From an optimization exercise on the open Yosys and OpenROAD flow, aimed at small area, a short achievable clock period and few clock cycles per item; shortcuts taken in it are not production practice.
At most, simulation tests tie the RTL to the original design; equivalence was not proved.

==> run a <==
==> flow/design.v (excerpt) <==
module xt1_mod_codec (
  input  wire        clk,
  input  wire        rst,         
  input  wire        in_valid,
  output wire        in_ready,
  input  wire        in_mode,     
  input  wire [32:0] in_data,
  output reg         out_valid,
  output reg  [32:0] out_data,    
  output reg         out_erase    
);
  assign in_ready = 1'b1;
  reg        s0_v;
  reg        s0_mode;
  reg [32:0] s0_data;
  always @(posedge clk) begin
    s0_v    <= in_valid & ~rst;
    s0_mode <= in_mode;
    s0_data <= in_data;
  end
  wire n1 = ~s0_data[32];
  wire n2 = ~s0_data[31];
  wire n3 = ~s0_data[30];
  wire n4 = ~s0_data[29];
  wire n5 = ~s0_data[28];
  wire n6 = ~s0_data[27];
  wire n7 = ~s0_data[26];
  wire n8 = ~s0_data[25];
  wire n9 = ~s0_data[24];
  wire n10 = ~s0_data[23];
  wire n11 = ~s0_data[22];
  wire n12 = ~s0_data[21];
  wire n13 = ~s0_data[20];
  wire n14 = ~s0_data[19];
  wire n15 = ~s0_data[18];
  wire n16 = ~s0_data[17];
  wire n17 = ~s0_data[16];
  wire n18 = ~s0_data[15];
  wire n19 = ~s0_data[14];
  wire n20 = ~s0_data[13];
  wire n21 = ~s0_data[12];
  wire n22 = ~s0_data[11];
  wire n23 = ~s0_data[10];
  wire n24 = ~s0_data[9];
  wire n25 = ~s0_data[8];
  ...
clock: 160.0 ns
lec_check: 0
cap_margin: 20
core_margin: 2
core_utilization: 40
cts_cluster_diameter: 80
cts_cluster_size: 30
slew_margin: 20
standard.sh (not shown) runs the stock make flow with config.mk's settings and CLKGATE_MAP_FILE= SYNTH_SCRIPT=/design/flow/synth_recipe.tcl, a recipe that flattens the netlist after the stock synthesis.
==> flow/flow/run.sh <==
#!/bin/bash
# Layout flow: the standard flow, with two changes.
#  1. After the standard synthesis, polfix.py flips full-adder cells (a full
#     adder computes the complements of its outputs from the complements of
#     its inputs) and rebuilds half adders from an XOR and an AND-type gate
#     where that suits their neighbours, so that fewer inverters sit between
#     them. Registers, their names and cell types, the ports and every other
#     cell stay as synthesis made them.
#  2. The port buffers are sky130_fd_sc_hd__buf_2 instead of the default
#     delay buffer.
# Each tool's output goes to a log file of its own in this folder.
set -euo pipefail
R=orfs/results/${FLOW_PLATFORM}/xt1_mod_codec/base

bash standard.sh synth > 1_synth.log 2>&1

python3 flow/polfix.py $R/1_2_yosys.v $R/1_2_yosys_polfix.v > 1_polfix.log 2>&1
cp $R/1_2_yosys.v 1_2_yosys_standard.v
cp $R/1_2_yosys_polfix.v $R/1_2_yosys.v
rm -f $R/1_synth.odb $R/1_synth.sdc

export BUFFER_PORTS_ARGS="-buffer_cell sky130_fd_sc_hd__buf_2"
bash standard.sh finish > 2_layout.log 2>&1
Other scripts of this flow, unchanged in this note and not shown: flow/flow/polfix.py
==> inputs of run b, as changes to run a <==
- CORE_UTILIZATION: 40 -> 55
==> qor summary <==
Result of the run: run b timing/DRC/antenna clean; run a timing/DRC/antenna clean
Multi-input combinational area share: run b 66.7%; run a 65.5%
Floorplan core area: run b 31700 um^2; run a 44000 um^2
Average vias per placed instance: run b 5.35; run a 5.02
Number of clock-tree buffers in the layout: run b 17; run a 18
Non-clock buffer total of the final layout: run b 86; run a 85
Area after DPL: run b 18600 um^2; run a 18800 um^2
Met2 wire length: run b 18.2 mm; run a 19.4 mm
Post-Route Skew: run b 0.0218 ns; run a 0.0377 ns
Final core area utilization: run b 60.6%; run a 44.4%
Core Rows: run b 65; run a 77
Well Taps: run b 402; run a 592
Post-route cell area: run b 19200 um^2; run a 19600 um^2
Met3 track utilization from global routing: run b 2.58%; run a 2.46%
Number of cells on the worst reg-to-reg path: run b 116; run a 113
FILL cells: run b 2656; run a 4071
Critical R2R Capture: run b s2_w[23]; run a s2_w[24]
Gr usage total: run b 24.0%; run a 17.5%
No functional check of the RTL was part of any run of this note.

---

==> trial 51 <==
Another version of the RTL of xt1_mod_codec (not shown whole).
## xt1_mod_codec
module xt1_mod_codec (
  input  wire        clk,
  input  wire        rst,         
  input  wire        in_valid,
  output wire        in_ready,
  input  wire        in_mode,     
  input  wire [32:0] in_data,
  output reg         out_valid,
  output reg  [32:0] out_data,    
  output reg         out_erase    
);
clock: 160.0 ns
lec_check: 0
cap_margin: 20
core_margin: 2
core_utilization: 40
cts_cluster_diameter: 80
cts_cluster_size: 30
slew_margin: 20
==> flow/flow/run.sh <==
#!/bin/bash
# Layout flow: the standard flow, with two changes.
#  1. After the standard synthesis, fafix.py flips full-adder cells (a full
#     adder computes the complements of its outputs from the complements of
#     its inputs) so that fewer inverters sit between them. Registers, their
#     names and cell types, the ports and every other cell stay as synthesis
#     made them.
#  2. The port buffers are sky130_fd_sc_hd__buf_2 instead of the default
#     delay buffer.
# Each tool's output goes to a log file of its own in this folder.
set -euo pipefail
R=orfs/results/${FLOW_PLATFORM}/xt1_mod_codec/base

bash standard.sh synth > 1_synth.log 2>&1

python3 flow/fafix.py $R/1_2_yosys.v $R/1_2_yosys_fafix.v > 1_fafix.log 2>&1
cp $R/1_2_yosys.v 1_2_yosys_standard.v
cp $R/1_2_yosys_fafix.v $R/1_2_yosys.v
rm -f $R/1_synth.odb $R/1_synth.sdc

export BUFFER_PORTS_ARGS="-buffer_cell sky130_fd_sc_hd__buf_2"
bash standard.sh finish > 2_layout.log 2>&1
==> flow/flow/fafix.py <==
#!/usr/bin/env python3
"""Remove inverters around full-adder cells in a Yosys netlist.

A full adder is self-dual: complementing its three inputs complements both
outputs. Each fa cell may therefore be "flipped" (fed the complements of its
inputs, giving the complements of its outputs) without changing what the
circuit computes. This picks flips that minimise the number of inverters the
netlist needs, then rebuilds the inverters. Nothing else changes: the other
cells, the registers, their names and the ports stay as they are.

usage: fafix.py in.v out.v
"""
import re, sys

INV = ("sky130_fd_sc_hd__inv_1", "sky130_fd_sc_hd__inv_2", "sky130_fd_sc_hd__clkinv_1")
FA = ("sky130_fd_sc_hd__fa_1",)
OUTPINS = {"X", "Y", "Q", "Q_N", "SUM", "COUT", "HI", "LO", "GCLK"}

src = open(sys.argv[1]).read()
m = re.search(r"^module\s+(\S+)\s*\((.*?)\);", src, re.S | re.M)
body_start = m.end()
endm = src.rindex("endmodule")
body = src[body_start:endm]

inst_re = re.compile(r"^\s*(sky130_fd_sc_hd__\w+)\s+(\S+)\s*\((.*?)\);\s*$", re.S | re.M)
pin_re = re.compile(r"\.(\w+)\(\s*(.*?)\s*\)\s*(?:,|$)", re.S)
insts = []
for im in inst_re.finditer(body):
    t, n, pins = im.group(1), im.group(2), im.group(3)
    pm = [(p, net.strip()) for p, net in pin_re.findall(pins)]
    insts.append([t, n, pm])
decls = inst_re.sub("", body)
decls = re.sub(r"\(\*.*?\*\)", "", decls, flags=re.S)
if re.search(r"\bassign\b", decls):
    sys.exit("netlist has assign statements; not handled")

# port directions
ports_out = set()
for dm in re.finditer(r"^\s*output\s+(?:\[[^\]]*\]\s*)?(\S+?)\s*;", decls, re.M):
    ports_out.add(dm.group(1))

def is_const(net):
    return net.startswith("1'") or net.startswith("32'")

# drivers
drv = {}
for idx, (t, n, pm) in enumerate(insts):
    for p, net in pm:
        if p in OUTPINS:
            drv[net] = (idx, p)

# root of each net through inverter chains
inv_idx = {idx for idx, (t, n, pm) in enumerate(insts) if t in INV}
def root(net):
    par = 0
    seen = 0
    while net in drv and drv[net][0] in inv_idx and seen < 100:
        t, n, pm = insts[drv[net][0]]
        net = dict(pm)["A"]; par ^= 1; seen += 1
    return net, par

fa_idx = [idx for idx, (t, n, pm) in enumerate(insts) if t in FA]
fa_set = set(fa_idx)

# consumers: list of (root, parity, flippable-fa-index or None)
# bus ports like out_data[3] appear as "\out_data[3] " or out_data[3]
def port_base(net):
    b = net.lstrip("\\").strip()
    return b.split("[")[0]

cons = {}   # root -> list of (parity, fa or None)
for idx, (t, n, pm) in enumerate(insts):
    if idx in inv_idx:
        continue
    for p, net in pm:
        if p in OUTPINS or net == "" or is_const(net):
            continue
        r, par = root(net)
        cons.setdefault(r, []).append((par, idx if idx in fa_set else None))
# output ports need the true value of their own net
for net in list(drv.keys()) + list(cons.keys()):
    pass
outnets = set()
for (t, n, pm) in insts:
    for p, net in pm:
        if port_base(net) in ports_out:
            outnets.add(net)
for net in outnets:
    r, par = root(net)
    cons.setdefault(r, []).append((par, None))

# produced parity of each root: flip of its fa driver (0 otherwise)
root_fa = {}
for idx in fa_idx:
    t, n, pm = insts[idx]
    for p, net in pm:
        if p in ("SUM", "COUT"):
            root_fa[net] = idx

flip = {idx: 0 for idx in fa_idx}
# roots touched by each fa (inputs and outputs)
fa_roots = {}
for idx in fa_idx:
    t, n, pm = insts[idx]
    rs = set()
    for p, net in pm:
        if p in ("SUM", "COUT"):
            rs.add(net)
        elif not is_const(net):
            rs.add(root(net)[0])
    fa_roots[idx] = rs

def root_cost(r):
    prod = flip[root_fa[r]] if r in root_fa else 0
    for par, f in cons.get(r, []):
        need = par ^ (flip[f] if f is not None else 0)
        if need != prod:
            return 1
    return 0

def total():
    return sum(root_cost(r) for r in cons)

before = total()
changed = True
it = 0
while changed and it < 50:
    changed = False; it += 1
    for idx in fa_idx:
        rs = fa_roots[idx]
        c0 = sum(root_cost(r) for r in rs)
        flip[idx] ^= 1
        c1 = sum(root_cost(r) for r in rs)
        if c1 < c0:
            changed = True
        else:
            flip[idx] ^= 1
import random
random.seed(1)
best = dict(flip); bestc = total(); cur = bestc
T = 2.0
for step in range(200000):
    idx = random.choice(fa_idx)
    rs = fa_roots[idx]
    c0 = sum(root_cost(r) for r in rs)
    flip[idx] ^= 1
    c1 = sum(root_cost(r) for r in rs)
    d = c1 - c0
    if d <= 0 or random.random() < __import__('math').exp(-d / T):
        cur += d
        if cur < bestc:
            bestc = cur; best = dict(flip)
    else:
        flip[idx] ^= 1
    T = max(0.02, T * 0.99997)
flip = best
after = total()

# rebuild
newinst = []
cnt = [0]
def fresh(base):
    cnt[0] += 1
    return "_fafix%d_" % cnt[0]
# physical net names for root r in each polarity
phys = {}
newwires = []
need_inv = []
for r in set(list(cons.keys()) + list(root_fa.keys())):
    prod = flip[root_fa[r]] if r in root_fa else 0
    if prod == 0:
        phys[(r, 0)] = r
    else:
        w = fresh(r); newwires.append(w)
        phys[(r, 1)] = w
    needs = set()
    for par, f in cons.get(r, []):
        needs.add(par ^ (flip[f] if f is not None else 0))
    other = 1 - prod
    if other in needs:
        if other == 0:
            phys[(r, 0)] = r
            need_inv.append((phys[(r, 1)], r))
        else:
            w = fresh(r); newwires.append(w)
            phys[(r, 1)] = w
            need_inv.append((r, w))

def net_for(net, extra):
    if is_const(net):
        return net
    r, par = root(net)
    return phys[(r, par ^ extra)]

for idx, (t, n, pm) in enumerate(insts):
    if idx in inv_idx:
        continue
    f = flip.get(idx, 0)
    npm = []
    for p, net in pm:
        if p in OUTPINS:
            if idx in fa_set and f:
                npm.append((p, phys[(net, 1)]))
            else:
                npm.append((p, net))
        elif net == "":
            npm.append((p, net))
        else:
            npm.append((p, net_for(net, f)))
    newinst.append((t, n, npm))
for i, (a, y) in enumerate(need_inv):
    newinst.append(("sky130_fd_sc_hd__inv_1", "_fafixinv%d_" % i, [("A", a), ("Y", y)]))

# nets that are no longer driven/used (old inverter outputs) stay declared; harmless
out = [src[:body_start]]
out.append(decls.rstrip() + "\n")
for w in newwires:
    out.append("  wire %s;\n" % w)
for t, n, pm in newinst:
    out.append("  %s %s (\n%s\n  );\n" % (t, n, ",\n".join("    .%s(%s)" % (p, net + " " if net.startswith("\\") else net) for p, net in pm)))
out.append(src[endm:])
open(sys.argv[2], "w").write("".join(out))
sys.stderr.write("fafix: inverters %d -> %d (fa cells %d, flipped %d)\n" % (len(inv_idx), len(need_inv), len(fa_idx), sum(flip.values())))
==> trial 37 (differences from trial 51) <==
--- a/flow/flow/run.sh
+++ b/flow/flow/run.sh
@@ -4,6 +4,5 @@
 #     adder computes the complements of its outputs from the complements of
 #     its inputs) so that fewer inverters sit between them. Registers, their
-#     names and cell types, the ports and every other cell stay as synthesis
-#     made them.
+#     names and cell types, and every other cell stay as synthesis made them.
 #  2. The port buffers are sky130_fd_sc_hd__buf_2 instead of the default
 #     delay buffer.
--- a/flow/flow/fafix.py
+++ b/flow/flow/fafix.py
@@ -31,5 +31,4 @@
     insts.append([t, n, pm])
 decls = inst_re.sub("", body)
-decls = re.sub(r"\(\*.*?\*\)", "", decls, flags=re.S)
 if re.search(r"\bassign\b", decls):
     sys.exit("netlist has assign statements; not handled")
--- a/flow/config.mk
+++ b/flow/config.mk
@@ -6,8 +6,7 @@
 export NUM_CORES = 4
 export LEC_CHECK = 0
+export ABC_AREA = 1
 export CAP_MARGIN = 20
 export CORE_MARGIN = 2
 export CORE_UTILIZATION = 40
-export CTS_CLUSTER_DIAMETER = 80
-export CTS_CLUSTER_SIZE = 30
 export SLEW_MARGIN = 20
==> results.sh <==
export IMPL_status="timing/DRC/antenna clean"
export IMPL_post_route_min_period_ps=33200
export IMPL_endpoint="s2_w[23]"
export IMPL_whs_ps=321.3
export IMPL_drt_vias_per_instance=4.583
export IMPL_critical_path_arrival_ps=33640
export IMPL_crit_type="flip-flop to flip-flop"
# the run above: trial 37

==> results.sh <==
export IMPL_post_route_min_period_ps=33020
export IMPL_critical_path_arrival_ps=1010
export IMPL_status="timing/DRC/antenna clean"
export IMPL_drt_vias_per_instance=4.830
# the run above: trial 51

Testbench counts of trial 51, summed over its fixed seeds: cycles 32,040, items 32,000.
Testbench counts of trial 37, summed over its fixed seeds: cycles 32,040, items 32,000.

---

==> trial 92 <==
xt1_mod_codec again, from the RTL that the note above started with.
==> flow/config.mk <==
export PLATFORM = sky130hd
export DESIGN_NAME = xt1_mod_codec
export DESIGN_NICKNAME = xt1_mod_codec
export VERILOG_FILES = /design/flow/design.v
export SDC_FILE = /design/flow/constraint.sdc
export NUM_CORES = 4
export LEC_CHECK = 0
export ABC_AREA = 1
export CAP_MARGIN = 20
export CORE_MARGIN = 2
export CORE_UTILIZATION = 40
export CTS_CLUSTER_DIAMETER = 80
export CTS_CLUSTER_SIZE = 30
export SLEW_MARGIN = 20
==> flow/constraint.sdc <==
create_clock -name core_clock -period 160.0 [get_ports {clk}]
set_input_delay 32.0000 -clock core_clock [delete_from_list [all_inputs] [get_ports {clk}]]
set_output_delay 32.0000 -clock core_clock [all_outputs]
set_load 0.01 [all_outputs]
==> flow/flow/run.sh <==
#!/bin/bash
# Layout flow: the standard flow, with two changes.
#  1. After the standard synthesis, polfix.py flips full-adder cells (a full
#     adder computes the complements of its outputs from the complements of
#     its inputs) and rebuilds half adders from an XOR and an AND-type gate
#     where that suits their neighbours, so that fewer inverters sit between
#     them. Registers, their names and cell types, the ports and every other
#     cell stay as synthesis made them.
#  2. The port buffers are sky130_fd_sc_hd__buf_2 instead of the default
#     delay buffer.
# Each tool's output goes to a log file of its own in this folder.
set -euo pipefail
R=orfs/results/${FLOW_PLATFORM}/xt1_mod_codec/base

bash standard.sh synth > 1_synth.log 2>&1

python3 flow/polfix.py $R/1_2_yosys.v $R/1_2_yosys_polfix.v > 1_polfix.log 2>&1
cp $R/1_2_yosys.v 1_2_yosys_standard.v
cp $R/1_2_yosys_polfix.v $R/1_2_yosys.v
rm -f $R/1_synth.odb $R/1_synth.sdc

export BUFFER_PORTS_ARGS="-buffer_cell sky130_fd_sc_hd__buf_2"
bash standard.sh finish > 2_layout.log 2>&1
Other scripts of this flow, unchanged in this note and not shown: flow/flow/polfix.py
==> build 5: changes against trial 92 <==
Settings changed: ABC_AREA 1 to not set.
==> results.sh <==
export IMPL_grt_max_degree=45
export IMPL_wl_met3_microns=1450
export IMPL_seq_area_sq_um=4200
export IMPL_routabilityCongestion=0.887
export IMPL_startpoint="out_data[26]$_DFF_P_"
export IMPL_grt_pass1_wl_microns=57600
export IMPL_syn_cell_area_sq_um=17200
export IMPL_place_area_sq_um=18200
export IMPL_multi_input_area_share_pct=64.5
export IMPL_fin_area_sq_um=18800
export IMPL_taps=539
export IMPL_outcome="finished clean"
# the run above: trial 92

==> results.sh <==
export IMPL_outcome="finished clean"
export IMPL_startpoint="out_data[15]$_DFF_P_"
export IMPL_multi_input_area_share_pct=65.6
export IMPL_place_area_sq_um=18500
export IMPL_routabilityCongestion=0.892
export IMPL_wl_met3_microns=1600
export IMPL_grt_pass1_wl_microns=57000
export IMPL_taps=585
# the run above: build 5

Testbench counts of trial 92, summed over its fixed seeds: cycles 32,040, items 32,000.
Testbench counts of build 5, summed over its fixed seeds: cycles 32,040, items 32,000.

-- static timing again, ports no longer ideal --
In the flow no input, the clock included, has a driving cell. The finished layouts below were timed again as built, in two steps. Step 1 sets driving cells, clkbuf_16 on the clock port and buf_2 on the other inputs (assumed; they add their load-dependent delay and slew). Step 2 adds t to the input delays and takes it off the output delays; t is the mean of the earliest and latest rising clock arrival at the registers after step 1. Input paths then give back, and output paths get back, about the clock's delay inside the block. Three values: ideal, step 1, step 2; two values: the first two.
run	shift t [ns]	slack for setup (ns)	worst setup path at the end	clock arrival spread, ns	worst register clock-pin slew, ns
run a	0.579	125.788 / 125.788 / 125.788	register to register	0.039 / 0.038	0.10 / 0.10
run b	0.551	126.407 / 126.407 / 126.407	register to register	0.024 / 0.024	0.10 / 0.10
trial 51	0.581	126.985 / 126.929 / 127.128	register to register	0.019 / 0.019	0.09 / 0.09
trial 37	0.609	126.799 / 126.799 / 126.799	register to register	0.015 / 0.015	0.06 / 0.06
trial 92	0.570	127.037 / 126.985 / 127.555	register to output	0.023 / 0.022	0.08 / 0.08
build 5	0.562	127.037 / 126.982 / 127.545	register to output	0.021 / 0.021	0.09 / 0.09
After both steps every run listed still meets setup and hold.
